This is an optimization exercise on Yosys and OpenROAD, whose aim is small area, a short achievable clock period and few clock cycles per item, not a production implementation. In this exercise RTL edits were held to simulation tests only and were not proved equivalent to the original.

==> nickel: inputs <==
// kgroup_dot
module kgroup_dot (
    input  wire        clk,
    input  wire        rst,
    input  wire        in_valid,
    output wire        in_ready,
    input  wire [15:0] in_a,
    input  wire [15:0] in_b,
    input  wire        in_a_fp16,
    input  wire        in_b_fp16,
    input  wire        in_narrow,
    output reg         out_valid,
    output reg  [31:0] out_result
);
    localparam integer W  = 55;    
    localparam integer CW = 5;     
    assign in_ready = 1'b1;
    function [W-1:0] rotl;
        input [W-1:0] x;
        input [5:0]   n;
        reg   [W-1:0] y;
        begin
            y = x;
            if (n[0]) y = {y[W-2:0], y[W-1]};
            if (n[1]) y = {y[W-3:0], y[W-1:W-2]};
            if (n[2]) y = {y[W-5:0], y[W-1:W-4]};
            if (n[3]) y = {y[W-9:0], y[W-1:W-8]};
            if (n[4]) y = {y[W-17:0], y[W-1:W-16]};
            if (n[5]) y = {y[W-33:0], y[W-1:W-32]};
            rotl = y;
        end
    endfunction
    function [W-1:0] therm;
        input [5:0] m;
        reg   [7:0] lt_h, eq_h, lt_l;
        integer q;
        begin
            for (q = 0; q < 8; q = q + 1) begin
                lt_h[q] = (q < m[5:3]);
                eq_h[q] = (q == m[5:3]);
                lt_l[q] = (q < m[2:0]);
            end
  ...
export LEC_CHECK = 0
export CAP_MARGIN = 20
export CORE_MARGIN = 2
export CORE_UTILIZATION = 40
export PLACE_DENSITY = 0.6
export SLEW_MARGIN = 20
create_clock -name core_clock -period 14.0 [get_ports {clk}]
standard.sh (not shown) runs the stock make flow with config.mk's settings and CLKGATE_MAP_FILE= SYNTH_SCRIPT=/design/flow/synth_recipe.tcl, a recipe that flattens the netlist after the stock synthesis.
==> flow/flow/run.sh <==
#!/bin/bash
# The standard layout (standard.sh: standard synthesis, floorplan,
# placement, CTS, routing), with ORFS's repair_timing asked for a larger
# setup margin than the 14 ns clock needs, so that it sizes and buffers the
# design for a shorter achieved period.  The SDC is the standard flow's, unchanged.
set -euo pipefail
bash standard.sh SETUP_SLACK_MARGIN=9.8 finish > standard_make.log 2>&1
==> yarrow: changes against nickel <==
--- a/flow/design.v
+++ b/flow/design.v
@@ -763,40 +763,40 @@
     assign mr0[20] = mp_301;
     assign mr1[20] = mp_121;
     assign mr0[21] = 1'b0;
     assign mr1[21] = 1'b0;
     wire signed [9:0] p_exp = a_exp + b_exp;
     reg         r1_v, r1_first, r1_last, r1_nar;
     reg  [21:0] r1_m0, r1_m1;
     reg  signed [9:0]  r1_exp;
-    reg  signed [10:0] r1_eab, r1_low;
-    reg  [4:0]  r1_mbit;
+    reg  [4:0]  r1_mbit, r1_lsum;
     reg         r1_sign, r1_nan, r1_inf, r1_nz, r1_zero;
     always @(posedge clk) begin
         if (rst) r1_v <= 1'b0;
         else     r1_v <= r0_v;
         r1_first <= r0_first;
         r1_last  <= r0_last;
         r1_nar   <= r0_nar;
         r1_m0    <= mr0;
         r1_m1    <= mr1;
         r1_exp   <= p_exp;
-        r1_eab   <= $signed({p_exp[9], p_exp}) + $signed({7'd0, a_msb}) + $signed({7'd0, b_msb});
-        r1_low   <= $signed({p_exp[9], p_exp}) + $signed({7'd0, a_lsb}) + $signed({7'd0, b_lsb});
         r1_mbit  <= {1'b0, a_msb} + {1'b0, b_msb} + 5'd1;
+        r1_lsum  <= {1'b0, a_lsb} + {1'b0, b_lsb};
         r1_sign  <= r0_a[15] ^ r0_b[15];
         r1_nan   <= a_nan || b_nan || (a_inf && b_zero) || (b_inf && a_zero);
         r1_inf   <= !a_nan && !b_nan && (a_inf || b_inf) && !(a_inf && b_zero) && !(b_inf && a_zero);
         r1_nz    <= !a_nan && !b_nan && !a_inf && !b_inf && !a_zero && !b_zero;
         r1_zero  <= !a_nan && !b_nan && !a_inf && !b_inf && (a_zero || b_zero);
     end
     wire [21:0] p_sig = r1_m0 + r1_m1;
     wire        p_top = p_sig[r1_mbit];               
-    wire signed [10:0] eab1 = r1_eab + 11'sd1;
+    wire signed [10:0] r1_low  = $signed({r1_exp[9], r1_exp}) + $signed({6'd0, r1_lsum});
+    wire signed [10:0] r1_eab  = $signed({r1_exp[9], r1_exp}) + $signed({6'd0, r1_mbit}) - 11'sd1;
+    wire signed [10:0] eab1    = $signed({r1_exp[9], r1_exp}) + $signed({6'd0, r1_mbit});
     reg  signed [10:0] min_low;
     reg         any_nz1;
     wire        nz1_prev  = r1_first ? 1'b0 : any_nz1;
     wire signed [10:0] min_low_n = (r1_nz && (!nz1_prev || (r1_low < min_low))) ? r1_low : min_low;
     reg  signed [10:0] c_min_low;
     reg         r2_v, r2_first, r2_last, r2_nar;
     reg  [21:0] r2_sig;
     reg  signed [10:0] r2_pe48;
@@ -991,45 +991,47 @@
             else
                 sum_eac[bi] = sp[bi] ^ (eg[bi-1] | (ep[bi-1] & eg[W-1]));
     end
     localparam [2:0] B_IDLE = 3'd0, B_DEROT = 3'd1, B_INV = 3'd2, B_LZC = 3'd3,
                      B_NORM = 3'd4, B_ROT  = 3'd5, B_EXTR  = 3'd6;
     reg  [2:0]   bst;
     reg  [W-1:0] R;
     reg  [5:0]   amt;
-    reg          k_neg, k_zero, k_big, k_sticky;
+    reg          k_neg, k_zero, k_big;
     reg  [5:0]   k_lim;
     reg  [5:0]   k_msb;
     reg  [9:0]   k_field;
     reg [5:0] t_msb;
     always @* begin
         t_msb = 6'd0;
         for (j = 0; j < W-1; j = j + 1)
             if (R[j]) t_msb = j[5:0];
     end
     wire signed [11:0] z_v   = (c_nar ? -12'sd85 : -12'sd101) - $signed({c_emax[10], c_emax});
-    reg  signed [11:0] k_z;
-    reg         [5:0]  k_zmod, k_zlim;
-    reg                k_zbig;
+    wire signed [11:0] k_z    = z_v;
+    wire               k_zbig = (z_v > 12'sd54);
+    wire        [5:0]  k_zmod = z_v[11] ? z_v[5:0] + W[5:0] : z_v[5:0];
+    wire        [5:0]  k_zlim = (z_v[11] || z_v == 12'sd0) ? W[5:0] : W[5:0] - z_v[5:0];
+    wire               k_sticky = (c_min_low < c_emax - 11'sd48);
     wire signed [7:0]  ra_v  = $signed({2'd0, k_msb}) - (c_nar ? 8'sd7 : 8'sd23);    
     wire        [5:0]  ra_mod = ra_v[7] ? ra_v[5:0] + W[5:0] : ra_v[5:0];
     wire        [5:0]  ra_lim = ra_v[7] ? W[5:0] : W[5:0] - ra_v[5:0];
     wire               ra_gt = ($signed({{4{ra_v[7]}}, ra_v}) > k_z);
     wire signed [11:0] f_v   = $signed({{4{ra_v[7]}}, ra_v}) - k_z;
     wire [5:0] step = (amt >= 6'd16) ? 6'd16 : (amt >= 6'd4) ? 6'd4 : 6'd1;
     wire [W-1:0] R_rot = (amt >= 6'd16) ? {R[15:0], R[W-1:16]} :
                          (amt >= 6'd4)  ? {R[3:0], R[W-1:4]} : {R[0], R[W-1:1]};
     wire [W-1:0] below = therm(k_lim);
     wire [25:0]  kept  = R[25:0] & below[25:0] & {26{!k_big}};
     wire         rest  = k_big ? !k_zero : ((R[W-2:0] & ~below[W-2:0]) != {(W-1){1'b0}});
     wire        guard = R[W-1] && !k_big;
     wire [32:0] pre   = {7'd0, kept} + (c_nar ? {16'd0, k_field, 7'd0} : {k_field, 23'd0});
     reg        q6_v, q6_up;
-    reg [32:0] q6_pre;
+    reg [1:0]  q6_hi;
     always @(posedge clk) begin
         if (rst) begin
             bst  <= B_IDLE;
             q6_v <= 1'b0;
         end else begin
             q6_v <= 1'b0;
             case (bst)
                 B_IDLE:  if (q1_v) bst <= B_DEROT;
@@ -1054,35 +1056,31 @@
                 end
             B_INV: begin
                 k_neg <= R[W-1];
                 R     <= R ^ {W{R[W-1]}};
             end
             B_LZC: begin
                 k_msb    <= t_msb;
                 k_zero   <= (R == {W{1'b0}});
-                k_sticky <= (c_min_low < c_emax - 11'sd48);
-                k_z      <= z_v;
-                k_zbig   <= (z_v > 12'sd54);
-                k_zmod   <= z_v[11] ? z_v[5:0] + W[5:0] : z_v[5:0];
-                k_zlim   <= (z_v[11] || z_v == 12'sd0) ? W[5:0] : W[5:0] - z_v[5:0];
             end
             B_NORM: begin
                 k_big    <= !ra_gt && k_zbig;
                 k_lim    <= ra_gt ? ra_lim : k_zlim;
                 k_field  <= ra_gt ? f_v[9:0] : 10'd0;
                 amt      <= ra_gt ? ra_mod : (k_zbig ? 6'd0 : k_zmod);
             end
             default: ;
         endcase
         q6_up  <= guard && (rest || k_sticky || kept[0]);
-        q6_pre <= pre;
+        q6_hi  <= pre[32:31];
     end
     wire        narrow = c_nar;
     wire [32:0] lim  = narrow ? 33'h0_0000_7f80 : 33'h0_7f80_0000;
+    wire [32:0] q6_pre = {q6_hi, out_result[30:0]};
     wire [30:0] bits = q6_pre[30:0] + {30'd0, q6_up};
     wire        ovf  = (q6_pre >= lim) || (q6_up && (q6_pre == lim - 33'd1));
     reg [31:0] rnd_result;
     always @* begin
         if (c_nan || (c_pinf && c_ninf))
             rnd_result = narrow ? 32'h0000_7fc0 : 32'h7fc0_0000;
         else if (c_pinf)
             rnd_result = narrow ? 32'h0000_7f80 : 32'h7f80_0000;
@@ -1095,11 +1093,11 @@
         else if (ovf)
             rnd_result = narrow ? {16'd0, k_neg, 15'h7f80} : {k_neg, 31'h7f80_0000};
         else
             rnd_result = narrow ? {16'd0, k_neg, bits[14:0]} : {k_neg, bits[30:0]};
     end
     always @(posedge clk) begin
         if (rst) out_valid <= 1'b0;
         else     out_valid <= q6_v;
-        out_result <= rnd_result;
+        out_result <= (bst == B_EXTR) ? {1'b0, pre[30:0]} : rnd_result;
     end
 endmodule
==> flow/flow/run.sh (replaced) <==
#!/bin/bash
# The standard layout (standard.sh: standard synthesis, floorplan,
# placement, CTS, routing), with ORFS's repair_timing asked for a larger
# setup margin than the 14 ns clock needs, so that it sizes and buffers the
# design for a shorter achieved period.  The SDC is the standard flow's, unchanged.
set -euo pipefail
bash standard.sh SETUP_SLACK_MARGIN=9.9 finish > standard_make.log 2>&1
==> flow/config.mk (replaced) <==
export PLATFORM = sky130hd
export DESIGN_NAME = kgroup_dot
export DESIGN_NICKNAME = kgroup_dot
export VERILOG_FILES = /design/flow/design.v
export SDC_FILE = /design/flow/constraint.sdc
export NUM_CORES = 4
export LEC_CHECK = 0
export CAP_MARGIN = 20
export CORE_MARGIN = 2
export CORE_UTILIZATION = 40
export CTS_CLUSTER_DIAMETER = 80
export CTS_CLUSTER_SIZE = 25
export PLACE_DENSITY = 0.6
export SLEW_MARGIN = 20
==> ember: changes against nickel <==
--- a/flow/design.v
+++ b/flow/design.v
@@ -763,40 +763,40 @@
     assign mr0[20] = mp_301;
     assign mr1[20] = mp_121;
     assign mr0[21] = 1'b0;
     assign mr1[21] = 1'b0;
     wire signed [9:0] p_exp = a_exp + b_exp;
     reg         r1_v, r1_first, r1_last, r1_nar;
     reg  [21:0] r1_m0, r1_m1;
     reg  signed [9:0]  r1_exp;
-    reg  signed [10:0] r1_eab, r1_low;
-    reg  [4:0]  r1_mbit;
+    reg  [4:0]  r1_mbit, r1_lsum;
     reg         r1_sign, r1_nan, r1_inf, r1_nz, r1_zero;
     always @(posedge clk) begin
         if (rst) r1_v <= 1'b0;
         else     r1_v <= r0_v;
         r1_first <= r0_first;
         r1_last  <= r0_last;
         r1_nar   <= r0_nar;
         r1_m0    <= mr0;
         r1_m1    <= mr1;
         r1_exp   <= p_exp;
-        r1_eab   <= $signed({p_exp[9], p_exp}) + $signed({7'd0, a_msb}) + $signed({7'd0, b_msb});
-        r1_low   <= $signed({p_exp[9], p_exp}) + $signed({7'd0, a_lsb}) + $signed({7'd0, b_lsb});
         r1_mbit  <= {1'b0, a_msb} + {1'b0, b_msb} + 5'd1;
+        r1_lsum  <= {1'b0, a_lsb} + {1'b0, b_lsb};
         r1_sign  <= r0_a[15] ^ r0_b[15];
         r1_nan   <= a_nan || b_nan || (a_inf && b_zero) || (b_inf && a_zero);
         r1_inf   <= !a_nan && !b_nan && (a_inf || b_inf) && !(a_inf && b_zero) && !(b_inf && a_zero);
         r1_nz    <= !a_nan && !b_nan && !a_inf && !b_inf && !a_zero && !b_zero;
         r1_zero  <= !a_nan && !b_nan && !a_inf && !b_inf && (a_zero || b_zero);
     end
     wire [21:0] p_sig = r1_m0 + r1_m1;
     wire        p_top = p_sig[r1_mbit];               
-    wire signed [10:0] eab1 = r1_eab + 11'sd1;
+    wire signed [10:0] r1_low  = $signed({r1_exp[9], r1_exp}) + $signed({6'd0, r1_lsum});
+    wire signed [10:0] r1_eab  = $signed({r1_exp[9], r1_exp}) + $signed({6'd0, r1_mbit}) - 11'sd1;
+    wire signed [10:0] eab1    = $signed({r1_exp[9], r1_exp}) + $signed({6'd0, r1_mbit});
     reg  signed [10:0] min_low;
     reg         any_nz1;
     wire        nz1_prev  = r1_first ? 1'b0 : any_nz1;
     wire signed [10:0] min_low_n = (r1_nz && (!nz1_prev || (r1_low < min_low))) ? r1_low : min_low;
     reg  signed [10:0] c_min_low;
     reg         r2_v, r2_first, r2_last, r2_nar;
     reg  [21:0] r2_sig;
     reg  signed [10:0] r2_pe48;
@@ -833,17 +833,18 @@
     wire        newmax   = r2_nz && (!nz_prev || (dlt > 12'sd0));
     wire        clr_all  = r2_nz && (!nz_prev || (dlt > 12'sd48));
     wire signed [10:0] emax_n = newmax ? r2_log2 : emax;
     wire [6:0]  ptr_sum  = {1'b0, ptr} + {1'b0, dlt[5:0]};
     wire [6:0]  ptr_sub  = ptr_sum - W;
     wire [5:0]  ptr_n    = clr_all ? 6'd0 : !newmax ? ptr :
                            (ptr_sub[6] ? ptr_sum[5:0] : ptr_sub[5:0]);
     wire signed [11:0] sold = $signed({r2_pe48[10], r2_pe48}) - $signed({emax[10], emax});
-    wire signed [11:0] spos = newmax ? $signed({6'd0, r2_snew}) : sold;
+    wire [11:0] sneg = -sold;
+    wire [4:0]  drop = (newmax || !sold[11]) ? 5'd0 : (sneg > 12'd22) ? 5'd22 : sneg[4:0];
     wire [8:0]  rot_s = {3'b0, ptr} + {sold[11], sold[11], sold[6:0]};
     wire [8:0]  rot_p = rot_s + W;
     wire [8:0]  rot_d = rot_s - W;
     wire [8:0]  rot_e = rot_s - 2 * W;
     wire [5:0]  rot_n = clr_all ? r2_snew :
                         rot_s[8] ? rot_p[5:0] : !rot_e[8] ? rot_e[5:0] :
                         !rot_d[8] ? rot_d[5:0] : rot_s[5:0];
     wire any_nan_n     = (r2_first ? 1'b0 : any_nan)  || r2_nan;
@@ -851,17 +852,17 @@
     wire any_ninf_n    = (r2_first ? 1'b0 : any_ninf) || (r2_inf && r2_sign);
     wire any_nz_n      = nz_prev || r2_nz;
     wire all_negzero_n = (r2_first ? 1'b1 : all_negzero) && r2_zero && r2_sign;
     reg  [4:0]  nneg;
     wire [4:0]  nneg_b   = r2_first ? 5'd0 : nneg;
     reg         r3_v, r3_last, r3_nz, r3_sign;
     reg  [4:0]  r3_nneg;
     reg  [21:0] r3_sig;
-    reg  signed [11:0] r3_spos;
+    reg  [4:0]  r3_drop;
     reg  [5:0]  r3_rot, r3_mstart;
     reg  [5:0]  r3_mlen;               
     reg         c_nar, c_nan, c_pinf, c_ninf, c_nz, c_negzero;
     reg  signed [10:0] c_emax;
     reg  [5:0]  c_ptr;
     always @(posedge clk) begin
         if (rst) r3_v <= 1'b0;
         else     r3_v <= r2_v;
@@ -885,40 +886,40 @@
             c_emax    <= emax_n;
             c_ptr     <= ptr_n;
         end
         r3_last   <= r2_last;
         r3_nz     <= r2_v && r2_nz;
         r3_sign   <= r2_sign;
         r3_nneg   <= nneg_b;
         r3_sig    <= r2_sig;
-        r3_spos   <= spos;
+        r3_drop   <= drop;
         r3_rot    <= rot_n;
         r3_mstart <= ptr;
         r3_mlen   <= !r2_v ? 6'd0 : clr_all ? W[5:0] : (newmax ? dlt[5:0] : 6'd0);
     end
-    wire        s_neg  = r3_spos[11];
-    wire [11:0] s_rsh  = -r3_spos;
-    wire [W-1:0] s_lt  = therm((s_rsh > 12'd22) ? 6'd22 : s_rsh[5:0]);
-    wire [21:0] v_in   = {22{r3_nz}} & r3_sig & (s_neg ? ~s_lt[21:0] : 22'h3fffff);
+    wire [W-1:0] s_lt  = therm({1'b0, r3_drop});
+    wire [21:0] v_in   = {22{r3_nz}} & r3_sig & ~s_lt[21:0];
     wire [5:0]  rot    = r3_rot;
     wire [6:0]  m_end_s = {1'b0, r3_mstart} + {1'b0, r3_mlen};
     wire [6:0]  m_end_d = m_end_s - W;
     wire [W-1:0] vec_p = rotl({{(W-22){1'b0}}, v_in}, rot);
     reg          r4_v, r4_last;
     reg  [4:0]   r4_nneg;
     reg  [W-1:0] r4_vec;
+    reg          r4_neg;
     reg  [5:0]   r4_mstart, r4_mend;
     reg          r4_mwrap, r4_mall;
     always @(posedge clk) begin
         if (rst) r4_v <= 1'b0;
         else     r4_v <= r3_v;
         r4_last   <= r3_last;
         r4_nneg   <= r3_nneg;
-        r4_vec    <= (r3_nz && r3_sign) ? ~vec_p : vec_p;
+        r4_vec    <= vec_p;
+        r4_neg    <= r3_nz && r3_sign;
         r4_mstart <= r3_mstart;
         r4_mend   <= m_end_d[6] ? m_end_s[5:0] : m_end_d[5:0];
         r4_mwrap  <= !m_end_d[6];
         r4_mall   <= (r3_mlen >= W);
     end
     wire [W-1:0] lt_start = therm(r4_mstart);
     wire [W-1:0] lt_end   = therm(r4_mend);
     wire [W-1:0] keep     = r4_mall  ? {W{1'b0}} :
@@ -927,33 +928,33 @@
     reg  [CW-1:0] col [0:W-1];
     reg  [CW-1:0] xcol [0:W-1];
     reg  [CW-1:0] ncol [0:W-1];
     reg  [CW:0]   tg;
     integer i, b;
     always @* begin
         for (i = 0; i < W; i = i + 1) begin
             xcol[i] = keep[i] ? col[i] : r4_nneg;
-            tg[0] = cnt_en && r4_vec[i];
+            tg[0] = cnt_en && (r4_vec[i] ^ r4_neg);
             for (b = 0; b < CW; b = b + 1) begin
                 ncol[i][b] = xcol[i][b] ^ tg[b];
                 tg[b+1]    = tg[b] && xcol[i][b];
             end
         end
     end
     always @(posedge clk)
         for (i = 0; i < W; i = i + 1)
             col[i] <= ncol[i];
     reg [W-1:0] pl [0:CW];
     integer j;
     always @* begin
         for (j = 0; j < CW; j = j + 1)
             for (i = 0; i < W; i = i + 1)
                 pl[j][(i + j) % W] = xcol[i][j];
-        pl[CW] = r4_vec;
+        pl[CW] = r4_neg ? ~r4_vec : r4_vec;
     end
     function [2*W-1:0] csa;         
         input [W-1:0] x, y, z;
         reg   [W-1:0] s, m;
         begin
             s = x ^ y ^ z;
             m = (x & y) | (x & z) | (y & z);
             csa = {m[W-2:0], m[W-1], s};
@@ -991,45 +992,47 @@
             else
                 sum_eac[bi] = sp[bi] ^ (eg[bi-1] | (ep[bi-1] & eg[W-1]));
     end
     localparam [2:0] B_IDLE = 3'd0, B_DEROT = 3'd1, B_INV = 3'd2, B_LZC = 3'd3,
                      B_NORM = 3'd4, B_ROT  = 3'd5, B_EXTR  = 3'd6;
     reg  [2:0]   bst;
     reg  [W-1:0] R;
     reg  [5:0]   amt;
-    reg          k_neg, k_zero, k_big, k_sticky;
+    reg          k_neg, k_zero, k_big;
     reg  [5:0]   k_lim;
     reg  [5:0]   k_msb;
     reg  [9:0]   k_field;
     reg [5:0] t_msb;
     always @* begin
         t_msb = 6'd0;
         for (j = 0; j < W-1; j = j + 1)
             if (R[j]) t_msb = j[5:0];
     end
     wire signed [11:0] z_v   = (c_nar ? -12'sd85 : -12'sd101) - $signed({c_emax[10], c_emax});
-    reg  signed [11:0] k_z;
-    reg         [5:0]  k_zmod, k_zlim;
-    reg                k_zbig;
+    wire signed [11:0] k_z    = z_v;
+    wire               k_zbig = (z_v > 12'sd54);
+    wire        [5:0]  k_zmod = z_v[11] ? z_v[5:0] + W[5:0] : z_v[5:0];
+    wire        [5:0]  k_zlim = (z_v[11] || z_v == 12'sd0) ? W[5:0] : W[5:0] - z_v[5:0];
+    wire               k_sticky = (c_min_low < c_emax - 11'sd48);
     wire signed [7:0]  ra_v  = $signed({2'd0, k_msb}) - (c_nar ? 8'sd7 : 8'sd23);    
     wire        [5:0]  ra_mod = ra_v[7] ? ra_v[5:0] + W[5:0] : ra_v[5:0];
     wire        [5:0]  ra_lim = ra_v[7] ? W[5:0] : W[5:0] - ra_v[5:0];
     wire               ra_gt = ($signed({{4{ra_v[7]}}, ra_v}) > k_z);
     wire signed [11:0] f_v   = $signed({{4{ra_v[7]}}, ra_v}) - k_z;
     wire [5:0] step = (amt >= 6'd16) ? 6'd16 : (amt >= 6'd4) ? 6'd4 : 6'd1;
     wire [W-1:0] R_rot = (amt >= 6'd16) ? {R[15:0], R[W-1:16]} :
                          (amt >= 6'd4)  ? {R[3:0], R[W-1:4]} : {R[0], R[W-1:1]};
     wire [W-1:0] below = therm(k_lim);
     wire [25:0]  kept  = R[25:0] & below[25:0] & {26{!k_big}};
     wire         rest  = k_big ? !k_zero : ((R[W-2:0] & ~below[W-2:0]) != {(W-1){1'b0}});
     wire        guard = R[W-1] && !k_big;
     wire [32:0] pre   = {7'd0, kept} + (c_nar ? {16'd0, k_field, 7'd0} : {k_field, 23'd0});
     reg        q6_v, q6_up;
-    reg [32:0] q6_pre;
+    reg [1:0]  q6_hi;
     always @(posedge clk) begin
         if (rst) begin
             bst  <= B_IDLE;
             q6_v <= 1'b0;
         end else begin
             q6_v <= 1'b0;
             case (bst)
                 B_IDLE:  if (q1_v) bst <= B_DEROT;
@@ -1054,35 +1057,31 @@
                 end
             B_INV: begin
                 k_neg <= R[W-1];
                 R     <= R ^ {W{R[W-1]}};
             end
             B_LZC: begin
                 k_msb    <= t_msb;
                 k_zero   <= (R == {W{1'b0}});
-                k_sticky <= (c_min_low < c_emax - 11'sd48);
-                k_z      <= z_v;
-                k_zbig   <= (z_v > 12'sd54);
-                k_zmod   <= z_v[11] ? z_v[5:0] + W[5:0] : z_v[5:0];
-                k_zlim   <= (z_v[11] || z_v == 12'sd0) ? W[5:0] : W[5:0] - z_v[5:0];
             end
             B_NORM: begin
                 k_big    <= !ra_gt && k_zbig;
                 k_lim    <= ra_gt ? ra_lim : k_zlim;
                 k_field  <= ra_gt ? f_v[9:0] : 10'd0;
                 amt      <= ra_gt ? ra_mod : (k_zbig ? 6'd0 : k_zmod);
             end
             default: ;
         endcase
         q6_up  <= guard && (rest || k_sticky || kept[0]);
-        q6_pre <= pre;
+        q6_hi  <= pre[32:31];
     end
     wire        narrow = c_nar;
     wire [32:0] lim  = narrow ? 33'h0_0000_7f80 : 33'h0_7f80_0000;
+    wire [32:0] q6_pre = {q6_hi, out_result[30:0]};
     wire [30:0] bits = q6_pre[30:0] + {30'd0, q6_up};
     wire        ovf  = (q6_pre >= lim) || (q6_up && (q6_pre == lim - 33'd1));
     reg [31:0] rnd_result;
     always @* begin
         if (c_nan || (c_pinf && c_ninf))
             rnd_result = narrow ? 32'h0000_7fc0 : 32'h7fc0_0000;
         else if (c_pinf)
             rnd_result = narrow ? 32'h0000_7f80 : 32'h7f80_0000;
@@ -1095,11 +1094,11 @@
         else if (ovf)
             rnd_result = narrow ? {16'd0, k_neg, 15'h7f80} : {k_neg, 31'h7f80_0000};
         else
             rnd_result = narrow ? {16'd0, k_neg, bits[14:0]} : {k_neg, bits[30:0]};
     end
     always @(posedge clk) begin
         if (rst) out_valid <= 1'b0;
         else     out_valid <= q6_v;
-        out_result <= rnd_result;
+        out_result <= (bst == B_EXTR) ? {1'b0, pre[30:0]} : rnd_result;
     end
 endmodule
==> flow/flow/run.sh (replaced) <==
#!/bin/bash
# The standard layout (standard.sh: standard synthesis, floorplan,
# placement, CTS, routing), with ORFS's repair_timing asked for a larger
# setup margin than the 14 ns clock needs, so that it sizes and buffers the
# design for a shorter achieved period.  The SDC is the standard flow's, unchanged.
set -euo pipefail
bash standard.sh SETUP_SLACK_MARGIN=9.9 finish > standard_make.log 2>&1
==> flow/config.mk (replaced) <==
export PLATFORM = sky130hd
export DESIGN_NAME = kgroup_dot
export DESIGN_NICKNAME = kgroup_dot
export VERILOG_FILES = /design/flow/design.v
export SDC_FILE = /design/flow/constraint.sdc
export NUM_CORES = 4
export LEC_CHECK = 0
export CAP_MARGIN = 20
export CORE_MARGIN = 2
export CORE_UTILIZATION = 55
export CTS_CLUSTER_DIAMETER = 80
export CTS_CLUSTER_SIZE = 25
export PLACE_DENSITY = 0.72
export SLEW_MARGIN = 20
==> results.toml <==
[run_status]
status = "no timing/DRC/antenna violations"

[floorplan]
die_h_um = 328
core-area_um2 = 104000
well_tap_count = 1380

[critical_path]
r2r_start = "r4_mend[3]$_DFF_P_"
critPathSlowestCell = "dfxtp_4"
crit_path_max_incr_delay_ps = 360

[sta]
period_minus_slack_ps = 4070
fmax_ghz = 0.246
slew_headroom = 0.292

[layout]
seqCellArea_um2 = 19600
synthToLayoutAreaGrowth_pct = 8.22

[grt]
met1_usage = 0.375

[clock_network]
path_clk_slew_ps = 90

[synth]
synthTopCellsByArea = "dfxtp_1 (25%), fa_1 (11%), ha_1 (11%)"

[worst_hold_path]
hold_end = "r3_sig[5]$_DFF_P_"

[drt]
drtIter0Drc = 3687
top_layer_used = "met4"

[power]
swShare = 0.438
[end of results for ember]
==> results.toml <==
[critical_path]
critPathSlowestCell = "dfxtp_1"

[worst_hold_path]
hold_end = "r4_nneg[1]$_DFF_P_"

[run_status]
status = "no timing/DRC/antenna violations"

[sta]
period_minus_slack_ps = 4120
slew_headroom = 0.331

[power]
swShare = 0.431

[floorplan]
core-area_um2 = 152000

[drt]
drtIter0Drc = 3130

[grt]
met1_usage = 0.284

[synth]
synthTopCellsByArea = "dfxtp_1 (26%), fa_1 (11%), ha_1 (9.9%)"

[clock_network]
path_clk_slew_ps = 60

[layout]
seqCellArea_um2 = 21400
[end of results for nickel]
==> results.toml <==
[run_status]
status = "no timing/DRC/antenna violations"

[sta]
period_minus_slack_ps = 4050
fmax_ghz = 0.247
slew_headroom = 0.287

[layout]
synthToLayoutAreaGrowth_pct = 10.6
seqCellArea_um2 = 19700

[critical_path]
crit_path_max_incr_delay_ps = 350
critPathSlowestCell = "dfxtp_2"

[drt]
drtIter0Drc = 3433
top_layer_used = "met5"

[clock_network]
path_clk_slew_ps = 90

[floorplan]
well_tap_count = 1917
core-area_um2 = 146000

[grt]
met1_usage = 0.290
[end of results for yarrow]
Testbench counts of nickel, summed over its fixed seeds: cycles 10,417, items 320.
Testbench counts of yarrow, summed over its fixed seeds: cycles 10,417, items 320.
Testbench counts of ember, summed over its fixed seeds: cycles 10,417, items 320.

==> what the ideal ports hide <==
In the flow no input, the clock included, has a driving cell. The finished layouts below were timed again as built, in two steps.
Step 1: set_driving_cell puts a clkbuf_16 on clk and a buf_2 on each other input, an assumption about the parent block.
Step 2 also shifts input and output timing later by t, the mid clock arrival at the registers, as if the neighbouring blocks saw the same clock.
a / b / c = ideal ports / drivers / drivers and shift; a / b = the first two.
run | t, ns | setup slack, ns | cell pins on the clock port's net
nickel | 0.801 | 9.878 / 9.795 / 9.488 | 1
yarrow | 0.757 | 9.950 / 9.875 / 9.588 | 1
ember | 0.742 | 9.932 / 9.863 / 9.545 | 1
After both steps setup and hold are still met in every run listed. The setup slack of nickel, which loses most, moves by -0.083 ns with the drivers and by -0.390 ns with both steps.
